What follows belongs to an exercise in optimizing a design on an open flow for small area, a short achievable clock period and few clock cycles per item; a production flow would make more cautious choices.
Only simulation tests tie the RTL to the original design; equivalence was not proved.
Power and IR drop assume default switching activity.

===== flow/run.sh =====
#!/bin/bash
# synth_recipe.tcl (not shown) runs the flow's synth.tcl, then flattens the netlist and writes it again
# the make line also repeats each setting of config.mk as NAME=value (left out here)
make -C /OpenROAD-flow-scripts/flow DESIGN_CONFIG=/design/flow/config.mk WORK_HOME=/design/flow/orfs CLKGATE_MAP_FILE= SYNTH_SCRIPT=/design/flow/synth_recipe.tcl finish

===== flow/config.mk =====
export PLATFORM = sky130hd
export DESIGN_NAME = glemi_alu
export DESIGN_NICKNAME = glemi_alu
export VERILOG_FILES = /design/flow/design.v
export SDC_FILE = /design/flow/constraint.sdc
export NUM_CORES = 4
export LEC_CHECK = 0
export CAP_MARGIN = 20
export CORE_MARGIN = 2
export CORE_UTILIZATION = 40
export SETUP_SLACK_MARGIN = 5
export SLEW_MARGIN = 20

===== flow/constraint.sdc =====
create_clock -name core_clock -period 11.0 [get_ports {clk}]
set_input_delay 2.2000 -clock core_clock [delete_from_list [all_inputs] [get_ports {clk}]]
set_output_delay 2.2000 -clock core_clock [all_outputs]
set_load 0.01 [all_outputs]

===== flow/design.v =====
module glemi_alu (
    input  wire        clk,
    input  wire        rst,
    input  wire        in_valid,
    output wire        in_ready,
    input  wire [5:0]  in_fn,
    input  wire [31:0] in_a,
    input  wire [31:0] in_b,
    input  wire [3:0]  in_flags,
    output reg         out_valid,
    output reg  [31:0] out_rd,
    output wire [31:0] out_rr,
    output reg         out_wr_rd,
    output reg         out_wr_rr,
    output wire [3:0]  out_flags,
    output reg         out_dz,
    output reg         out_illegal
);
    localparam FN_ADD   = 6'h00, FN_ADC   = 6'h01, FN_SUB   = 6'h02, FN_SBC  = 6'h03;
    localparam FN_CMP   = 6'h04, FN_NEG   = 6'h05, FN_AND   = 6'h06, FN_OR   = 6'h07;
    localparam FN_XOR   = 6'h08, FN_ANDN  = 6'h09, FN_NOT   = 6'h0A, FN_TST  = 6'h0B;
    localparam FN_MOV   = 6'h0C;
    localparam FN_LSL   = 6'h10, FN_LSR   = 6'h11, FN_ASR   = 6'h12, FN_ROR  = 6'h13;
    localparam FN_MUL   = 6'h18, FN_MULHS = 6'h19, FN_MULHU = 6'h1A;
    localparam FN_DIVS  = 6'h1C, FN_DIVU  = 6'h1D;
    localparam FN_SEXTB = 6'h20, FN_SEXTH = 6'h21, FN_ZEXTB = 6'h22, FN_ZEXTH = 6'h23;
    localparam FN_CLZ   = 6'h24;
    localparam ST_EX   = 4'd0,    
               ST_MUL  = 4'd1,    
               ST_MALN = 4'd2,    
               ST_DNB  = 4'd3,    
               ST_DCLZ = 4'd4,    
               ST_DP2  = 4'd5,    
               ST_DIT  = 4'd6,    
               ST_DNR  = 4'd7,    
               ST_DNQ  = 4'd8;    
    localparam R_ADD = 0, R_AND = 1, R_OR = 2, R_XOR = 3, R_ANDN = 4, R_NOT = 5,
               R_MOV = 6, R_SH = 7, R_SEXTB = 8, R_SEXTH = 9, R_ZEXTB = 10,
               R_ZEXTH = 11, R_CLZ = 12, R_DIV = 13, R_N = 14;
    reg        v1;                
    reg [5:0]  fn1;
    reg [31:0] a1, b1;
    reg [3:0]  fl1;
    reg        mul1, div1;        
    reg        single1;           
    reg [R_N-1:0] rs1;            
    reg        nz1, wr1, ill1;    
    reg        c_sub1, c_neg1, c_cinc1;    
    reg        lt_hi1, eq_hi1, lt_lo1, bz1;
    reg [3:0]  st;
    reg [4:0]  cnt;
    reg [3:0]  kreg;              
    reg        mprev;             
    reg [4:0]  dsh;               
    reg        dsmall;            
    reg        qneg, rneg, dovf;
    reg [33:0] H;                 
    reg        nz_sel;
    reg [3:0]  fl_r;
    assign out_rr    = H[31:0];
    assign out_flags = {nz_sel ? out_rd[31] : fl_r[3],
                        nz_sel ? (out_rd == 32'd0) : fl_r[2],
                        fl_r[1:0]};
    wire fl_c = fl1[1];
    wire in_is_mul = (in_fn == FN_MUL) || (in_fn == FN_MULHS) || (in_fn == FN_MULHU);
    wire in_is_div = (in_fn == FN_DIVS) || (in_fn == FN_DIVU);
    wire in_d_abs  = (in_fn == FN_DIVS) && (in_a[31] || in_b[31]);
    wire in_bz     = (in_b == 32'd0);
    reg [R_N-1:0] in_rs;
    reg           in_nz, in_wr, in_ill;
    always @(*) begin
        in_rs  = {R_N{1'b0}};
        in_nz  = 1'b1;
        in_wr  = 1'b1;
        in_ill = 1'b0;
        case (in_fn)
            FN_ADD, FN_ADC, FN_SUB, FN_SBC, FN_NEG: in_rs[R_ADD] = 1'b1;
            FN_CMP:   begin in_rs[R_ADD] = 1'b1; in_wr = 1'b0; end
            FN_AND:   in_rs[R_AND]  = 1'b1;
            FN_OR:    in_rs[R_OR]   = 1'b1;
            FN_XOR:   in_rs[R_XOR]  = 1'b1;
            FN_ANDN:  in_rs[R_ANDN] = 1'b1;
            FN_NOT:   in_rs[R_NOT]  = 1'b1;
            FN_TST:   begin in_rs[R_AND] = 1'b1; in_wr = 1'b0; end
            FN_MOV:   begin in_rs[R_MOV] = 1'b1; in_nz = 1'b0; end
            FN_LSL, FN_LSR, FN_ASR, FN_ROR: in_rs[R_SH] = 1'b1;
            FN_SEXTB: begin in_rs[R_SEXTB] = 1'b1; in_nz = 1'b0; end
            FN_SEXTH: begin in_rs[R_SEXTH] = 1'b1; in_nz = 1'b0; end
            FN_ZEXTB: begin in_rs[R_ZEXTB] = 1'b1; in_nz = 1'b0; end
            FN_ZEXTH: begin in_rs[R_ZEXTH] = 1'b1; in_nz = 1'b0; end
            FN_CLZ:   begin in_rs[R_CLZ]   = 1'b1; in_nz = 1'b0; end
            FN_DIVS, FN_DIVU: in_rs[R_DIV] = 1'b1;
            FN_MUL, FN_MULHS, FN_MULHU: ;
            default:  begin in_nz = 1'b0; in_wr = 1'b0; in_ill = 1'b1; end
        endcase
    end
    wire st_ex   = (st == ST_EX);
    wire st_mul  = (st == ST_MUL);
    wire st_maln = (st == ST_MALN);
    wire st_dnb  = (st == ST_DNB);
    wire st_dclz = (st == ST_DCLZ);
    wire st_dp2  = (st == ST_DP2);
    wire st_dit  = (st == ST_DIT);
    wire st_dnr  = (st == ST_DNR);
    wire st_dnq  = (st == ST_DNQ);
    wire d_lt    = lt_hi1 | (eq_hi1 & lt_lo1);
    wire d_sgn   = (fn1 == FN_DIVS);
    wire a_neg   = d_sgn & a1[31];
    wire b_neg   = d_sgn & b1[31];
    wire d_fast  = bz1 | (!(a_neg | b_neg) & d_lt);
    wire ex_done = !mul1 && (!div1 || d_fast);
    wire done_now = (st_ex   && ex_done) ||
                    st_maln ||
                    (st_dit  && cnt == 5'd0 && !qneg && !rneg) ||
                    (st_dnr  && !qneg) ||
                    st_dnq;
    assign in_ready = !v1 || done_now;
    wire take = in_valid && in_ready;
    wire alu_neg_a  = (st_ex && (div1 || c_neg1)) || st_dnr;
    wire alu_neg_b  = st_dnb;
    wire alu_neg_h  = st_dnq;
    wire alu_sub    = st_dit || (st_ex && c_sub1);
    wire alu_zero_x = alu_neg_a || alu_neg_b || alu_neg_h;
    wire [31:0] add_x = alu_zero_x ? 32'd0 : a1;
    wire [31:0] add_y = alu_neg_a ? ~a1 :
                        alu_neg_h ? ~H[31:0] :
                        (alu_sub || alu_neg_b) ? ~b1 : b1;
    wire        add_cin = (st_ex && c_cinc1) ? fl_c : (alu_zero_x || alu_sub);
    wire [31:0] add_res;
    wire        add_c;
    glemi_pfx_add #(.W(32)) u_add (.x(add_x), .y(add_y), .ci(add_cin), .s(add_res), .co(add_c));
    wire        add_v   = (add_x[31] == add_y[31]) && (add_res[31] != add_x[31]);
    function [5:0] clz32(input [31:0] v);
        reg        z16, z8, z4, z2, z1;
        reg [15:0] h;
        reg [7:0]  q;
        reg [3:0]  n;
        reg [1:0]  p;
        begin
            z16 = ~|v[31:16];
            h   = z16 ? v[15:0] : v[31:16];
            z8  = ~|h[15:8];
            q   = z8 ? h[7:0] : h[15:8];
            z4  = ~|q[7:4];
            n   = z4 ? q[3:0] : q[7:4];
            z2  = ~|n[3:2];
            p   = z2 ? n[1:0] : n[3:2];
            z1  = ~p[1];
            clz32 = (v == 32'd0) ? 6'd32 : {1'b0, z16, z8, z4, z2, z1};
        end
    endfunction
    wire [5:0]  clz_a  = clz32(a1);
    wire [5:0]  clz_b  = clz32(b1);
    wire [4:0]  k5     = b1[4:0];
    wire        k_ge32 = |b1[31:5];
    wire        k_is32 = (b1 == 32'd32);
    wire [4:0]  m_s    = 5'd0 - {kreg[2:0], 2'b00};     
    wire        m_pb   = (fn1 == FN_MUL) || (kreg == 4'd9);  
    wire        sh_l   = (fn1[1:0] == 2'd0);            
    reg  [4:0]  t_amt, r_amt;
    reg  [31:0] r_p, r_q;
    always @(*) begin
        t_amt = k5;
        r_amt = sh_l ? (5'd0 - k5) : k5;
        r_p   = a1;
        r_q   = a1;
        if (st_maln) begin
            t_amt = m_s;
            r_amt = m_s;
            r_p   = m_pb ? b1 : H[31:0];
            r_q   = m_pb ? H[31:0] : {{31{H[33]}}, H[32]};
        end else if (st_dp2) begin
            t_amt = dsh;
            r_amt = 5'd0 - dsh;
            r_p   = b1;
            r_q   = b1;
        end
    end
    wire [31:0] tm  = 32'hFFFF_FFFF << t_amt;
    wire [31:0] r_x = (r_p & tm) | (r_q & ~tm);
    function [31:0] rotr32(input [31:0] v, input [4:0] s);
        reg [31:0] t;
        begin
            t = v;
            if (s[0]) t = {t[0],    t[31:1]};
            if (s[1]) t = {t[1:0],  t[31:2]};
            if (s[2]) t = {t[3:0],  t[31:4]};
            if (s[3]) t = {t[7:0],  t[31:8]};
            if (s[4]) t = {t[15:0], t[31:16]};
            rotr32 = t;
        end
    endfunction
    function [31:0] rev32(input [31:0] v);
        integer ri;
        begin
            for (ri = 0; ri < 32; ri = ri + 1)
                rev32[ri] = v[31 - ri];
        end
    endfunction
    wire [31:0] rot = rotr32(r_x, r_amt);
    reg [31:0] sh_res;
    reg        sh_c;
    always @(*) begin
        sh_res = rot;
        sh_c   = fl_c;
        case (fn1[1:0])
            2'd0: begin                                    
                sh_res = k_ge32 ? 32'd0 : (rot & tm);
                if (k_ge32)    sh_c = k_is32 & a1[0];
                else if (!bz1) sh_c = rot[0];
            end
            2'd1: begin                                    
                sh_res = k_ge32 ? 32'd0 : (rot & rev32(tm));
                if (k_ge32)    sh_c = k_is32 & a1[31];
                else if (!bz1) sh_c = rot[31];
            end
            2'd2: begin                                    
                sh_res = k_ge32 ? {32{a1[31]}} : ((rot & rev32(tm)) | ({32{a1[31]}} & ~rev32(tm)));
                if (k_ge32)    sh_c = a1[31];
                else if (!bz1) sh_c = rot[31];
            end
            default: begin                                 
                if (!bz1) sh_c = rot[31];
            end
        endcase
    end
    wire [31:0] dz_q  = (fn1 == FN_DIVU) ? 32'hFFFF_FFFF :
                        (a1[31] ? 32'h8000_0000 : 32'h7FFF_FFFF);
    wire [31:0] s_res =
        ({32{rs1[R_ADD]}}   & add_res) |
        ({32{rs1[R_AND]}}   & (a1 & b1)) |
        ({32{rs1[R_OR]}}    & (a1 | b1)) |
        ({32{rs1[R_XOR]}}   & (a1 ^ b1)) |
        ({32{rs1[R_ANDN]}}  & (a1 & ~b1)) |
        ({32{rs1[R_NOT]}}   & ~a1) |
        ({32{rs1[R_MOV]}}   & a1) |
        ({32{rs1[R_SH]}}    & sh_res) |
        ({32{rs1[R_SEXTB]}} & {{24{a1[7]}}, a1[7:0]}) |
        ({32{rs1[R_SEXTH]}} & {{16{a1[15]}}, a1[15:0]}) |
        ({32{rs1[R_ZEXTB]}} & {24'd0, a1[7:0]}) |
        ({32{rs1[R_ZEXTH]}} & {16'd0, a1[15:0]}) |
        ({32{rs1[R_CLZ]}}   & {26'd0, clz_a}) |
        ({32{rs1[R_DIV] & bz1}} & dz_q);
    wire [1:0]  s_cv  = rs1[R_ADD] ? {add_c, add_v} :
                        rs1[R_SH]  ? {sh_c, fl1[0]} :
                        rs1[R_DIV] ? {fl_c, 1'b0} : fl1[1:0];
    wire               m_sgn   = (fn1 != FN_MULHU);
    wire               m_ext   = st_mul && (kreg == 4'd9) && (cnt == 5'd1);     
    wire        [3:0]  m_y     = m_ext ? 4'd0 : b1[3:0];
    wire               m_yp    = st_ex ? 1'b0 : mprev;
    wire signed [32:0] m_x     = {m_sgn & a1[31], a1};
    wire        [33:0] m_h     = st_ex ? 34'd0 : H;
    function [34:0] booth(input [32:0] x, input [2:0] y);
        reg neg, one, two;
        reg [34:0] t;
        begin
            neg = y[2] & ~(y[1] & y[0]);
            one = y[1] ^ y[0];
            two = (y[2] & ~y[1] & ~y[0]) | (~y[2] & y[1] & y[0]);
            t = one ? {x[32], x[32], x} : two ? {x[32], x, 1'b0} : 35'd0;
            booth = neg ? ~t : t;                        
        end
    endfunction
    wire        [2:0]  m_d0y   = {m_y[1:0], m_yp};
    wire        [2:0]  m_d1y   = m_y[3:1];
    wire               m_n0    = m_d0y[2] & ~(m_d0y[1] & m_d0y[0]);
    wire               m_n1    = m_d1y[2] & ~(m_d1y[1] & m_d1y[0]);
    wire        [34:0] m_p0    = booth(m_x, m_d0y);
    wire        [34:0] m_p1    = booth(m_x, m_d1y);
    wire        [37:0] m_o1    = {{4{m_h[33]}}, m_h};
    wire        [37:0] m_o2    = {{3{m_p0[34]}}, m_p0};
    wire        [37:0] m_o3    = {m_p1[34], m_p1, m_n1, m_n1};       
    wire        [37:0] m_cs_s  = m_o1 ^ m_o2 ^ m_o3;
    wire        [37:0] m_cs_c  = (m_o1 & m_o2) | (m_o1 & m_o3) | (m_o2 & m_o3);
    wire        [37:0] m_sum;
    wire               m_co_unused;
    glemi_pfx_add #(.W(38)) u_madd (.x(m_cs_s), .y({m_cs_c[36:0], m_n1}), .ci(m_n0),
                                    .s(m_sum), .co(m_co_unused));
    wire        [33:0] m_hn    = m_sum[37:4];
    wire [31:0] m_e    = b1 ^ {32{b1[31]}};
    wire [7:0]  m_ok;
    genvar gk;
    generate
        for (gk = 1; gk <= 8; gk = gk + 1) begin : g_mok
            if (gk == 8)
                assign m_ok[gk-1] = 1'b1;
            else
                assign m_ok[gk-1] = (m_e[31:4*gk-1] == 0);
        end
    endgenerate
    reg [3:0] m_k;
    integer mk;
    always @(*) begin
        m_k = 4'd8;
        for (mk = 7; mk >= 1; mk = mk - 1)
            if (m_ok[mk-1]) m_k = mk[3:0];
        if (!m_sgn && b1[31]) m_k = 4'd9;
    end
    wire        m_k1   = m_ok[0] && (m_sgn || !b1[31]);
    wire [34:0] m_w    = {H, b1[31]};
    reg         m_vf;
    integer vi;
    always @(*) begin
        m_vf = 1'b0;
        for (vi = 0; vi < 35; vi = vi + 1)
            if (vi >= 32 - 4 * kreg && m_w[vi] != H[33]) m_vf = 1'b1;
    end
    wire        d_ge     = add_c;                          
    wire [31:0] d_q      = {H[30:0], d_ge};
    wire [31:0] d_rem    = d_ge ? add_res : a1;
    always @(posedge clk) begin
        if (rst) begin
            v1        <= 1'b0;
            st        <= ST_EX;
            out_valid <= 1'b0;
        end else begin
            out_valid <= 1'b0;
            if (v1) begin
                case (st)
                    ST_EX: begin
                        if (mul1) begin
                            H     <= m_hn;
                            b1    <= {m_sum[3:0], b1[31:4]};
                            mprev <= b1[3];
                            kreg  <= m_k;
                            cnt   <= {1'b0, m_k} - 5'd1;
                            st    <= m_k1 ? ST_MALN : ST_MUL;
                        end else if (!ex_done) begin
                            qneg   <= d_sgn & (a1[31] ^ b1[31]);
                            rneg   <= a_neg;
                            dovf   <= d_sgn & (a1 == 32'h8000_0000) & (b1 == 32'hFFFF_FFFF);
                            dsh    <= clz_b[4:0] - clz_a[4:0];
                            dsmall <= (clz_b < clz_a);
                            if (a_neg) a1 <= add_res;
                            st     <= b_neg ? ST_DNB : ((a_neg | b_neg) ? ST_DCLZ : ST_DP2);
                        end else begin
                            out_valid   <= 1'b1;
                            out_rd      <= s_res;
                            out_wr_rd   <= wr1;
                            out_wr_rr   <= div1;
                            nz_sel      <= nz1;
                            fl_r        <= {fl1[3:2], s_cv};
                            out_dz      <= div1 & bz1;
                            out_illegal <= ill1;
                            if (div1) H <= {2'b00, a1};
                            v1          <= 1'b0;
                        end
                    end
                    ST_MUL: begin
                        H     <= m_hn;
                        b1    <= {m_sum[3:0], b1[31:4]};
                        mprev <= b1[3];
                        cnt   <= cnt - 5'd1;
                        if (cnt == 5'd1) st <= ST_MALN;
                    end
                    ST_MALN: begin
                        out_valid   <= 1'b1;
                        out_rd      <= rot;
                        out_wr_rd   <= 1'b1;
                        out_wr_rr   <= 1'b0;
                        nz_sel      <= 1'b1;
                        fl_r[1]     <= fl1[1];
                        fl_r[0]     <= (fn1 == FN_MUL) ? m_vf : fl1[0];
                        out_dz      <= 1'b0;
                        out_illegal <= 1'b0;
                        st          <= ST_EX;
                        v1          <= 1'b0;
                    end
                    ST_DNB: begin
                        b1 <= add_res;
                        st <= ST_DCLZ;
                    end
                    ST_DCLZ: begin
                        dsh    <= clz_b[4:0] - clz_a[4:0];
                        dsmall <= (clz_b < clz_a);
                        st     <= ST_DP2;
                    end
                    ST_DP2: begin
                        H <= 34'd0;
                        if (dsmall) begin
                            st <= rneg ? ST_DNR : ST_DNQ;
                        end else begin
                            b1  <= rot & tm;
                            cnt <= dsh;
                            st  <= ST_DIT;
                        end
                    end
                    ST_DIT: begin
                        a1  <= d_rem;
                        b1  <= {1'b0, b1[31:1]};
                        H   <= {2'b00, d_q};
                        cnt <= cnt - 5'd1;
                        if (cnt == 5'd0) begin
                            if (rneg) begin
                                st <= ST_DNR;
                            end else if (qneg) begin
                                st <= ST_DNQ;
                            end else begin
                                out_valid   <= 1'b1;
                                out_rd      <= d_q;
                                H           <= {2'b00, d_rem};
                                out_wr_rd   <= 1'b1;
                                out_wr_rr   <= 1'b1;
                                nz_sel      <= 1'b1;
                                fl_r[1:0]   <= {fl_c, dovf};
                                out_dz      <= 1'b0;
                                out_illegal <= 1'b0;
                                st          <= ST_EX;
                                v1          <= 1'b0;
                            end
                        end
                    end
                    ST_DNR: begin
                        if (qneg) begin
                            a1 <= add_res;
                            st <= ST_DNQ;
                        end else begin
                            out_valid   <= 1'b1;
                            out_rd      <= H[31:0];
                            H           <= {2'b00, add_res};
                            out_wr_rd   <= 1'b1;
                            out_wr_rr   <= 1'b1;
                            nz_sel      <= 1'b1;
                            fl_r[1:0]   <= {fl_c, dovf};
                            out_dz      <= 1'b0;
                            out_illegal <= 1'b0;
                            st          <= ST_EX;
                            v1          <= 1'b0;
                        end
                    end
                    ST_DNQ: begin
                        out_valid   <= 1'b1;
                        out_rd      <= add_res;
                        H           <= {2'b00, a1};
                        out_wr_rd   <= 1'b1;
                        out_wr_rr   <= 1'b1;
                        nz_sel      <= 1'b1;
                        fl_r[1:0]   <= {fl_c, dovf};
                        out_dz      <= 1'b0;
                        out_illegal <= 1'b0;
                        st          <= ST_EX;
                        v1          <= 1'b0;
                    end
                    default: begin
                        st <= ST_EX;
                        v1 <= 1'b0;
                    end
                endcase
            end else begin
                st <= ST_EX;
            end
            if (take) begin
                v1      <= 1'b1;
                fn1     <= in_fn;
                a1      <= in_a;
                b1      <= in_b;
                fl1     <= in_flags;
                mul1    <= in_is_mul;
                div1    <= in_is_div;
                rs1     <= in_rs;
                nz1     <= in_nz;
                wr1     <= in_wr;
                ill1    <= in_ill;
                c_sub1  <= (in_fn == FN_SUB) || (in_fn == FN_CMP) || (in_fn == FN_SBC);
                c_neg1  <= (in_fn == FN_NEG);
                c_cinc1 <= (in_fn == FN_ADC) || (in_fn == FN_SBC);
                lt_hi1  <= (in_a[31:16] < in_b[31:16]);
                eq_hi1  <= (in_a[31:16] == in_b[31:16]);
                lt_lo1  <= (in_a[15:0] < in_b[15:0]);
                bz1     <= in_bz;
                st      <= ST_EX;
            end
        end
    end
endmodule
module glemi_pfx_add #(parameter W = 32) (
    input  wire [W-1:0] x,
    input  wire [W-1:0] y,
    input  wire         ci,
    output wire [W-1:0] s,
    output wire         co
);
    wire [W-1:0] p = x ^ y;
    wire [W-1:0] g0 = (x & y) | {{(W-1){1'b0}}, p[0] & ci};
    localparam L = (W <= 2) ? 1 : (W <= 4) ? 2 : (W <= 8) ? 3 : (W <= 16) ? 4 : (W <= 32) ? 5 : 6;
    wire [W-1:0] gg [0:L];
    wire [W-1:0] pp [0:L];
    assign gg[0] = g0;
    assign pp[0] = p;
    genvar lv, bi;
    generate
        for (lv = 0; lv < L; lv = lv + 1) begin : g_lv
            for (bi = 0; bi < W; bi = bi + 1) begin : g_bi
                if ((bi >> lv) & 1) begin : g_comb
                    localparam integer J = ((bi >> lv) << lv) - 1;
                    assign gg[lv+1][bi] = gg[lv][bi] | (pp[lv][bi] & gg[lv][J]);
                    assign pp[lv+1][bi] = pp[lv][bi] & pp[lv][J];
                end else begin : g_pass
                    assign gg[lv+1][bi] = gg[lv][bi];
                    assign pp[lv+1][bi] = pp[lv][bi];
                end
            end
        end
    endgenerate
    wire [W:0] c = {gg[L], ci};
    assign s  = p ^ c[W-1:0];
    assign co = c[W];
endmodule

==> run summary, run 1 <==
post-route ant nets=0; std cell rows=100; Via Count=35.6k; Synth-to-Final Area Change=15.2%; Worst EP arrival=6.38 ns; Tightest Hold Check Type=reg -> reg; internal power=2.20 mW; Initial Utilization=0.402; end point of the worst hold path=fl_r[2]$_DFFE_PP_; Pre-Repair DR Iteration Count=10; Worst EP required=approximately 11 ns; Sum Neg Setup Slack=0 ns; hold path start=fl1[2]$_DFFE_PP_; Yosys Warn Count=3; I/O Buffers=150; fin cells=around 4.9k; post-layout min period=6.07 ns; r2r setup slk=4.93 ns; met1 wire length=75,000 µm; initial antenna violation count=18; syn avg cell area=7.74 µm²; routed wire length=203,000 µm; status=finished clean; Post-route DRC=0; LEAKAGE=roughly 13 nW; die width=277 µm; filler cell count=7,456; vias in the first global route=32.1k; slew margin rel.=0.164; dpl ws=3.47 ns; Pins Over Slew Limit=0; RSZ-0062 raised after global routing=false; WHS Path Cells=0; DRT iter0 DRCs=6,541; Reg power frac=0.214; CTS clk-pin slew, worst paths=0.10 ns; nets=4,210; mapped cell area=between 20,000 and 30,000 µm²; routed wire length per instance=41.7 µm; post-detail-place hpwl=148,000 µm; number of I/O pins=approximately 150; worst reg2reg path depth=13; slew of the pin with the lowest slew margin=1.25 ns; Cells after DPL=4,777; Most used DFF post-synth=edfxtp_1; core area=74,200 µm²; VDD IR-drop max=about 0.00011 V; largest net degree at the start of global routing=between 80 and 90; worst skew pair latency=0.52 ns; remaining global-route overflow=0; Power Density=about 130 nW/µm²; count of different cell masters after synthesis=105; post-layout util=0.463; crit path launch type=flop; sequential share of the synthesized area=0.199; total CTS buffers=17; Die Area=between 70,000 and 80,000 µm²; share of cells above drive strength 1=0.117; Reg-to-Reg Start=st[0]$_SDFFE_PP0P_; Syn Nets=roughly 4.2k; top routing layer used=met5; root buffer cell=clkbuf_16; final setup fails=0; CTS tree=built; Setup Skew=0.0361 ns; Final Power=4.57 mW; cells after synthesis=3,855; final worst slack=just under 5 ns; register bit total from synthesis=200; clk sinks=200; Total Routing Usage GR=0.510; combinational share of power=0.624; worst setup path category=reg -> reg; Net Sw Power=2.37 mW; Critical Path Sink Type=flop; Fmax=165 MHz; reg-to-reg endpoint=b1[10]$_DFFE_PP_; H-tree depth=4; Final Hold Fails=0; clock power share=0.162; Max-Cap Viols=0; Chip Height=between 200 and 300 µm; Sw Ratio=0.519; met2 WL post-DR=around 80,000 µm; wire length on met3=26,600 µm; CP max FO=42; first-pass GRT wire length=272,000 µm; Vias/cell=between 7 and 8; fin crit share=0.552; Max Buffers Root-to-Sink=2; Synth async-reset ratio=0; Final GP Congestion=1.08; EDFF count, synth=about 190
-- sequential cells by signal, summed over array words and instances (netlist names), 4 cells and up --
name and count:
H 34, a1 32, b1 32, out_rd 32, rs1 14, fn1 6
cnt 5, dsh 5, fl1 4, fl_r 4, kreg 4, st 4
-- through the flow --
stage               instance area [µm²]  hold slack [ns]
global route                      34400            0.472
floorplan                         29900            0.400
global placement                  32700            0.401
detailed placement                32700            0.425
finish                            34400            0.446
CTS                               33800            0.448
-- cells by family after synthesis --
family | share of synthesized area
flip-flops | 0.199
buffers and inverters | 0.0766
adder cells (fa/ha/maj) | 0.123
multiplexers | 0.0694
AO/OA/AOI/OAI | 0.293
AND/OR/NAND/NOR | 0.190
XOR/XNOR | 0.0496
-- final cells by class --
cell class,count,area [µm²],share of cell area
clock buffer,17,425,0.0124
antenna,12,30.0,0.000873
sequential,200,5960,0.173
inverter,167,631,0.0183
clock inverter,15,209,0.00608
multi-input combinational,3100,22400,0.651
timing repair buffer,384,3530,0.103
tap,969,1210,0.0353
-- synthesized netlist by cell type, types with 54 or more instances --
| master | instances | area (µm²) |
|---|---|---|
| and2_1 | 55 | 344 |
| xor2_1 | 54 | 473 |
| a221oi_1 | 81 | 709 |
| a21oi_1 | 296 | 1480 |
| clkbuf_1 | 277 | 1040 |
| o21ai_0 | 228 | 1140 |
| nor2_1 | 370 | 1390 |
| ha_1 | 214 | 2680 |
| edfxtp_1 | 194 | 5830 |
| inv_1 | 164 | 616 |
| o211ai_1 | 56 | 420 |
| a31oi_1 | 65 | 407 |
| nand3_1 | 81 | 405 |
| nand2_1 | 349 | 1310 |
| xnor2_1 | 115 | 1010 |
| mux2i_1 | 165 | 1650 |
| a211oi_1 | 80 | 601 |
| nor3_1 | 77 | 385 |
-- cells in the final DEF, fill, tap and decap left out, drive strengths merged, types with 19 or more instances in the layout --
master         instances
edfxtp               194
nand2b                29
a31oi                 65
a211oi                83
and2                  55
nor4                  50
a22oi                 34
nand3                 81
nor2                 370
ha                   214
o21a                  21
o221ai                35
o21ai                235
a222oi                49
clkbuf                20
buf                  230
nor2b                 52
o211ai                57
o22ai                 40
nor3                  79
xnor2                115
inv                  174
fa                    49
mux2i                165
a21oi                300
nand4                 36
a221oi                82
clkdlybuf4s50        150
mux2                  31
or3                   27
a21o                  52
o2111ai               19
xor2                  54
nand2                349
-- layer usage --
| metal | global-route usage | vias up |
|---|---|---|
| li1 | - | 14410 |
| met1 | 0.630 | 17315 |
| met2 | 0.713 | 2979 |
| met3 | 0.174 | 855 |
| met4 | 0.423 | 8 |
| met5 | 0 | - |
-- power groups by stage --
stage          Combinational [mW]  Sequential (mW)  Clock, mW
2_1_floorplan                1.54            0.969          0
3_3_place_gp                 2.58            0.993          0
3_5_place_dp                 2.57            0.993          0
4_1_cts                      2.64            0.974      0.738
5_1_grt                      2.94            0.978      0.760
6_report                     2.85            0.979      0.740
-- critical path: stages (launching register included) --
cell       delay (ns)
dfxtp_4          0.43
or4b_2           0.99
buf_4            0.44
nor2_1           0.38
a21oi_2          0.19
o211ai_4         0.56
mux2i_1          0.26
o2111ai_1        0.23
a211oi_1         0.61
nor2_1           0.17
mux2_2           0.29
o21ai_1          0.38
nand3_1          0.48
a221oi_1         0.43
-- repair_timing --
action                     CTS  global route
pin swaps                    6            19
cloned                       2             3
hold buffers                 0             0
setup endpoints to repair  126            83
gates resized for setup     51            56
setup buffers               14            23
-- how the worst max path moves through the flow --
stage	from	to	slack (ns)	depth (start not counted)
5_1_grt	kreg[1]$_DFFE_PP_	H[29]$_DFFE_PP_	4.96	26
4_1_cts	st[2]$_SDFFE_PP0P_	H[31]$_DFFE_PP_	4.88	22
6_report	st[0]$_SDFFE_PP0P_	b1[10]$_DFFE_PP_	4.93	13
3_3_place_gp	kreg[0]$_DFFE_PP_	H[28]$_DFFE_PP_	3.57	24
2_1_floorplan	st[0]$_SDFFE_PP0P_	H[29]$_DFFE_PP_	5.03	28
3_5_place_dp	kreg[0]$_DFFE_PP_	H[29]$_DFFE_PP_	3.47	24
Testbench counts, summed over its fixed seeds: cycles 47,611, ops 24,000.
==> run 2, diff against run 1 <==
--- a/flow/design.v
+++ b/flow/design.v
@@ -46,11 +46,13 @@
     reg [R_N-1:0] rs1;            
     reg        nz1, wr1, ill1;    
     reg        c_sub1, c_neg1, c_cinc1;    
-    reg        lt_hi1, eq_hi1, lt_lo1, bz1;
+    reg        bz1;
     reg [3:0]  st;
     reg [4:0]  cnt;
     reg [3:0]  kreg;              
     reg        mprev;             
+    reg        mx;                
+    reg        dlast;             
     reg [4:0]  dsh;               
     reg        dsmall;            
     reg        qneg, rneg, dovf;
@@ -66,6 +68,12 @@
     wire in_is_div = (in_fn == FN_DIVS) || (in_fn == FN_DIVU);
     wire in_d_abs  = (in_fn == FN_DIVS) && (in_a[31] || in_b[31]);
     wire in_bz     = (in_b == 32'd0);
+    wire in_a8     = (in_a[31:7]  == {25{in_a[31]}});
+    wire in_a16    = (in_a[31:15] == {17{in_a[31]}});
+    wire in_b8     = (in_b[31:7]  == {25{in_b[31]}});
+    wire in_b16    = (in_b[31:15] == {17{in_b[31]}});
+    wire in_swap   = in_is_mul && ((in_a8 && !in_b8) || (in_a16 && !in_b16)) &&
+                     !(in_fn == FN_MULHU && in_a[31]);
     reg [R_N-1:0] in_rs;
     reg           in_nz, in_wr, in_ill;
     always @(*) begin
@@ -103,15 +111,13 @@
     wire st_dit  = (st == ST_DIT);
     wire st_dnr  = (st == ST_DNR);
     wire st_dnq  = (st == ST_DNQ);
-    wire d_lt    = lt_hi1 | (eq_hi1 & lt_lo1);
     wire d_sgn   = (fn1 == FN_DIVS);
     wire a_neg   = d_sgn & a1[31];
     wire b_neg   = d_sgn & b1[31];
-    wire d_fast  = bz1 | (!(a_neg | b_neg) & d_lt);
-    wire ex_done = !mul1 && (!div1 || d_fast);
+    wire ex_done = single1;
     wire done_now = (st_ex   && ex_done) ||
                     st_maln ||
-                    (st_dit  && cnt == 5'd0 && !qneg && !rneg) ||
+                    (st_dit  && dlast && !qneg && !rneg) ||
                     (st_dnr  && !qneg) ||
                     st_dnq;
     assign in_ready = !v1 || done_now;
@@ -245,8 +251,7 @@
                         rs1[R_SH]  ? {sh_c, fl1[0]} :
                         rs1[R_DIV] ? {fl_c, 1'b0} : fl1[1:0];
     wire               m_sgn   = (fn1 != FN_MULHU);
-    wire               m_ext   = st_mul && (kreg == 4'd9) && (cnt == 5'd1);     
-    wire        [3:0]  m_y     = m_ext ? 4'd0 : b1[3:0];
+    wire        [3:0]  m_y     = (mx && st_mul) ? 4'd0 : b1[3:0];     
     wire               m_yp    = st_ex ? 1'b0 : mprev;
     wire signed [32:0] m_x     = {m_sgn & a1[31], a1};
     wire        [33:0] m_h     = st_ex ? 34'd0 : H;
@@ -322,6 +327,7 @@
                             H     <= m_hn;
                             b1    <= {m_sum[3:0], b1[31:4]};
                             mprev <= b1[3];
+                            mx    <= 1'b0;
                             kreg  <= m_k;
                             cnt   <= {1'b0, m_k} - 5'd1;
                             st    <= m_k1 ? ST_MALN : ST_MUL;
@@ -350,6 +356,7 @@
                         H     <= m_hn;
                         b1    <= {m_sum[3:0], b1[31:4]};
                         mprev <= b1[3];
+                        mx    <= (kreg == 4'd9) && (cnt == 5'd2);
                         cnt   <= cnt - 5'd1;
                         if (cnt == 5'd1) st <= ST_MALN;
                     end
@@ -380,17 +387,19 @@
                         if (dsmall) begin
                             st <= rneg ? ST_DNR : ST_DNQ;
                         end else begin
-                            b1  <= rot & tm;
-                            cnt <= dsh;
-                            st  <= ST_DIT;
+                            b1    <= rot & tm;
+                            cnt   <= dsh;
+                            dlast <= (dsh == 5'd0);
+                            st    <= ST_DIT;
                         end
                     end
                     ST_DIT: begin
                         a1  <= d_rem;
                         b1  <= {1'b0, b1[31:1]};
                         H   <= {2'b00, d_q};
-                        cnt <= cnt - 5'd1;
-                        if (cnt == 5'd0) begin
+                        cnt   <= cnt - 5'd1;
+                        dlast <= (cnt == 5'd1);
+                        if (dlast) begin
                             if (rneg) begin
                                 st <= ST_DNR;
                             end else if (qneg) begin
@@ -452,8 +461,8 @@
             if (take) begin
                 v1      <= 1'b1;
                 fn1     <= in_fn;
-                a1      <= in_a;
-                b1      <= in_b;
+                a1      <= in_swap ? in_b : in_a;
+                b1      <= in_swap ? in_a : in_b;
                 fl1     <= in_flags;
                 mul1    <= in_is_mul;
                 div1    <= in_is_div;
@@ -464,9 +473,7 @@
                 c_sub1  <= (in_fn == FN_SUB) || (in_fn == FN_CMP) || (in_fn == FN_SBC);
                 c_neg1  <= (in_fn == FN_NEG);
                 c_cinc1 <= (in_fn == FN_ADC) || (in_fn == FN_SBC);
-                lt_hi1  <= (in_a[31:16] < in_b[31:16]);
-                eq_hi1  <= (in_a[31:16] == in_b[31:16]);
-                lt_lo1  <= (in_a[15:0] < in_b[15:0]);
+                single1 <= !in_is_mul && (!in_is_div || in_bz || (!in_d_abs && (in_a < in_b)));
                 bz1     <= in_bz;
                 st      <= ST_EX;
             end
==> run summary, run 2 <==
Fmax=166 MHz (+0.66%); largest net degree at the start of global routing=66 (-23%); Synth top area share=0.184 (-0.0107); Post-route DRC=0 (unchanged); post-route ant nets=0 (unchanged); Final Power=4.73 mW (+3.4%); Die Area=81,200 µm² (+5.7%); VDD IR-drop max=0.000132 V (+16%); Syn Nets=4,389 (+4.6%); Final Hold Fails=0 (unchanged); CP max FO=8 (-81%); LEAKAGE=13.7 nW (+1.7%); slew margin rel.=0.0345 (-0.129); Vias/cell=7.38 (+0.86%); core area=78,600 µm² (+6.0%); number of I/O pins=151 (unchanged); status=finished clean; Sum Neg Setup Slack=0 ns (unchanged); Critical Path Sink Type=flop; register bit total from synthesis=200 (unchanged); Chip Height=285 µm (+2.8%); most common cell in the synthesized netlist=nor2_1; Yosys Warn Count=3 (unchanged); worst setup path category=reg -> reg; Synth-to-Final Area Change=14.7%; CTS tree=built; worst skew pair latency=0.54 ns (+0.02 ns); syn avg cell area=7.81 µm² (+0.81%); Via Count=38.0k (+6.8%); first-pass GRT wire length=285,000 µm (+4.8%); Pre-Repair DR Iteration Count=11 (+1); H-tree depth=4 (unchanged); Max-Cap Viols=0 (unchanged); Yosys top cell by area=edfxtp_1; clk sinks=200 (unchanged); crit path launch type=flop; Final GP Congestion=1.12 (+3.7%); vias in the first global route=33.7k (+5.2%); post-detail-place hpwl=156,000 µm (+5.0%); max reg flops=34 (unchanged); EDFF count, synth=194 (unchanged); design area=36,200 µm² (+5.3%); slew of the pin with the lowest slew margin=1.45 ns (+0.194 ns); root buffer cell=clkbuf_16; Most used DFF post-synth=edfxtp_1; nets=4,407 (+4.7%); initial antenna violation count=22 (+4); final hold slack=0.423 ns (-0.0224 ns); routed wire length per instance=41.0 µm (-1.7%); fin crit share=0.548 (-0.00362); Biggest register=H; cells after synthesis=4,045 (+4.9%); count of different cell masters after synthesis=119 (+13%); CTS clk-pin slew, worst paths=0.09 ns (about the same); routed wire length=211,000 µm (+4.1%); Total Routing Usage GR=0.502 (-0.00787); share of cells above drive strength 1=0.120 (+0.00255); mapped cell area=31,600 µm² (+5.8%); die width=285 µm (+2.8%); total CTS buffers=17 (unchanged); commonest non-fill, non-tap cell in the layout=nor2_1; Setup Skew=0.0251 ns (-0.0110 ns); Worst EP required=11.28 ns (-0.04 ns); std cell rows=103 (+3.0%); RSZ-0062 raised after global routing=true; sequential share of the synthesized area=0.188 (-0.0109); final setup fails=0 (unchanged); Tightest Hold Check Type=reg -> reg; Pins Over Slew Limit=0 (unchanged); Worst EP arrival=6.31 ns (-0.07 ns); dominant cells by area after synthesis=edfxtp_1 18%, ha_1 8.6%, mux2i_1 7.0%; commonest cells after routing, fill and taps aside=331 x nor2_1, 320 x a21oi_1, 299 x nand2_1, 229 x buf_4, 225 x o21ai_0; Max Buffers Root-to-Sink=2 (unchanged); DRT iter0 DRCs=6,704 (+2.5%); placed cell area=34,400 µm² (+5.0%); I/O Buffers=150 (unchanged); post-layout min period=6.03 ns (-0.0398 ns); remaining global-route overflow=0 (unchanged); Initial Utilization=0.402 (-0.000675); Power Density=131 nW/µm² (-1.8%); synth cell count leaders=340 x nor2_1, 335 x a21oi_1, 301 x nand2_1, 267 x clkbuf_1, 234 x o21ai_0; Synth async-reset ratio=0 (unchanged)
-- run 2: worst paths after layout --
kind / slack (ns) / start / to / cells past startpoint
hold reg to reg: 0.42 / fl1[2]$_DFFE_PP_ / fl_r[2]$_DFFE_PP_ / 0
setup / recovery: 4.97 / st[1]$_SDFFE_PP0P_ / H[29]$_DFFE_PP_ / 25
setup reg to reg: 4.97 / st[1]$_SDFFE_PP0P_ / H[29]$_DFFE_PP_ / 25
hold / removal: 0.42 / fl1[2]$_DFFE_PP_ / fl_r[2]$_DFFE_PP_ / 0
-- run 2: critical path, cell delays in order, from the launching register on --
cell,delay (ns)
dfxtp_4,0.36
buf_12,0.13
nand2b_4,0.15
nor3_4,0.30
buf_6,0.17
a21oi_4,0.05
ha_4,0.33
buf_12,0.15
buf_12,0.14
mux2i_1,0.18
nor2_1,0.08
xor2_1,0.16
fa_1,0.58
ha_4,0.31
nand4_1,0.14
or4_4,0.57
o221ai_4,0.17
o211a_1,0.25
a31oi_4,0.13
a21oi_2,0.21
a21oi_2,0.09
fa_2,0.38
xnor2_2,0.15
a222oi_1,0.30
o221a_2,0.24
o21ai_2,0.05
-- run 2: metal layers --
| layer | wire length, µm | global-route usage | up-vias | part of all wire |
|---|---|---|---|---|
| met5 | 47 | 0 | - | 0.00022 |
| met4 | 19900 | 0.383 | 8 | 0.094 |
| met3 | 31400 | 0.195 | 867 | 0.15 |
| met2 | 80400 | 0.668 | 3410 | 0.38 |
| met1 | 79500 | 0.646 | 18340 | 0.38 |
| li1 | - | - | 15359 | - |
-- run 2: report_power, final --
part	internal, mW	switching (mW)	total, mW
sequential	0.916	0.0626	0.979
clock	0.320	0.410	0.730
combinational	1.02	2.00	3.02
total	2.26	2.47	4.73
-- run 2: what timing repair did --
item / 4_1_cts / 5_1_grt
endpoints found under the setup margin: 111 / 111
hold buffers: 0 / 0
gates cloned: 2 / 3
pin swaps: 9 / 25
resized for setup: 50 / 64
buffers inserted: 21 / 35
endpoints found under the hold margin: 0 / 0
-- run 2: area by class of cell --
| cell class | instances | area, µm² |
|---|---|---|
| fillers | 7865 | 42400 |
| multi-input cells | 3265 | 23900 |
| flip-flops and latches | 200 | 5950 |
| repair buffers | 407 | 3710 |
| well taps | 1050 | 1310 |
| inverters | 172 | 661 |
| clock buffers | 17 | 425 |
| clock inverters | 15 | 219 |
| diodes | 24 | 60.1 |
-- run 2: per-stage QoR --
step,setup slack [ns],utilization,instances
4_1_cts,4.94,0.452,5088
3_5_place_dp,3.41,0.437,5033
6_report,4.97,0.461,5150
5_1_grt,4.76,0.460,5126
2_1_floorplan,5.02,-,4045
3_3_place_gp,3.51,0.437,5032
-- run 2: cells by family (layout without fill, tap and decap cells) --
kind of cell / Yosys count / in the layout / share of synthesized area
xor gates and xnor gates: 172 / 172 / 0.0477
other: 0 / 24 / 0
adders and majority gates: 267 / 267 / 0.117
AOI/OAI and AO/OA: 1370 / 1371 / 0.301
DFF: 200 / 200 / 0.188
buffers and inverters: 581 / 611 / 0.0778
and+or+nand+nor: 1205 / 1205 / 0.186
muxes: 250 / 250 / 0.0816
Testbench counts of run 2, summed over its fixed seeds: cycles 44,555, ops 24,000.

==> static timing again, ports no longer ideal <==
No port has a modelled driver above. Below, the same layouts with a new extraction and two added sets of constraints. Step 1, drivers: a clkbuf_16 drives clk and a buf_2 each remaining input, both assumed. Step 2, shift: input delay + t, output delay - t, t = (earliest + latest rising clock arrival at the registers) / 2. This alone moves slack from input paths to output paths. Slacks: ideal / step 1 / step 2; pairs: ideal / step 1.
run	shift t [ns]	setup WS [ns]	worst hold slack (ns)	slew at the worst register clock pin (ns)
run 1	0.567	4.932 / 4.932 / 4.932	0.446 / 0.446 / 0.446	0.11 / 0.11
run 2	0.605	4.972 / 4.972 / 4.742	0.423 / 0.423 / 0.423	0.10 / 0.10
After both steps every run listed still meets setup and hold. The setup slack of run 2, which loses most, moves by 0.000 ns with the drivers and by -0.230 ns with both steps.
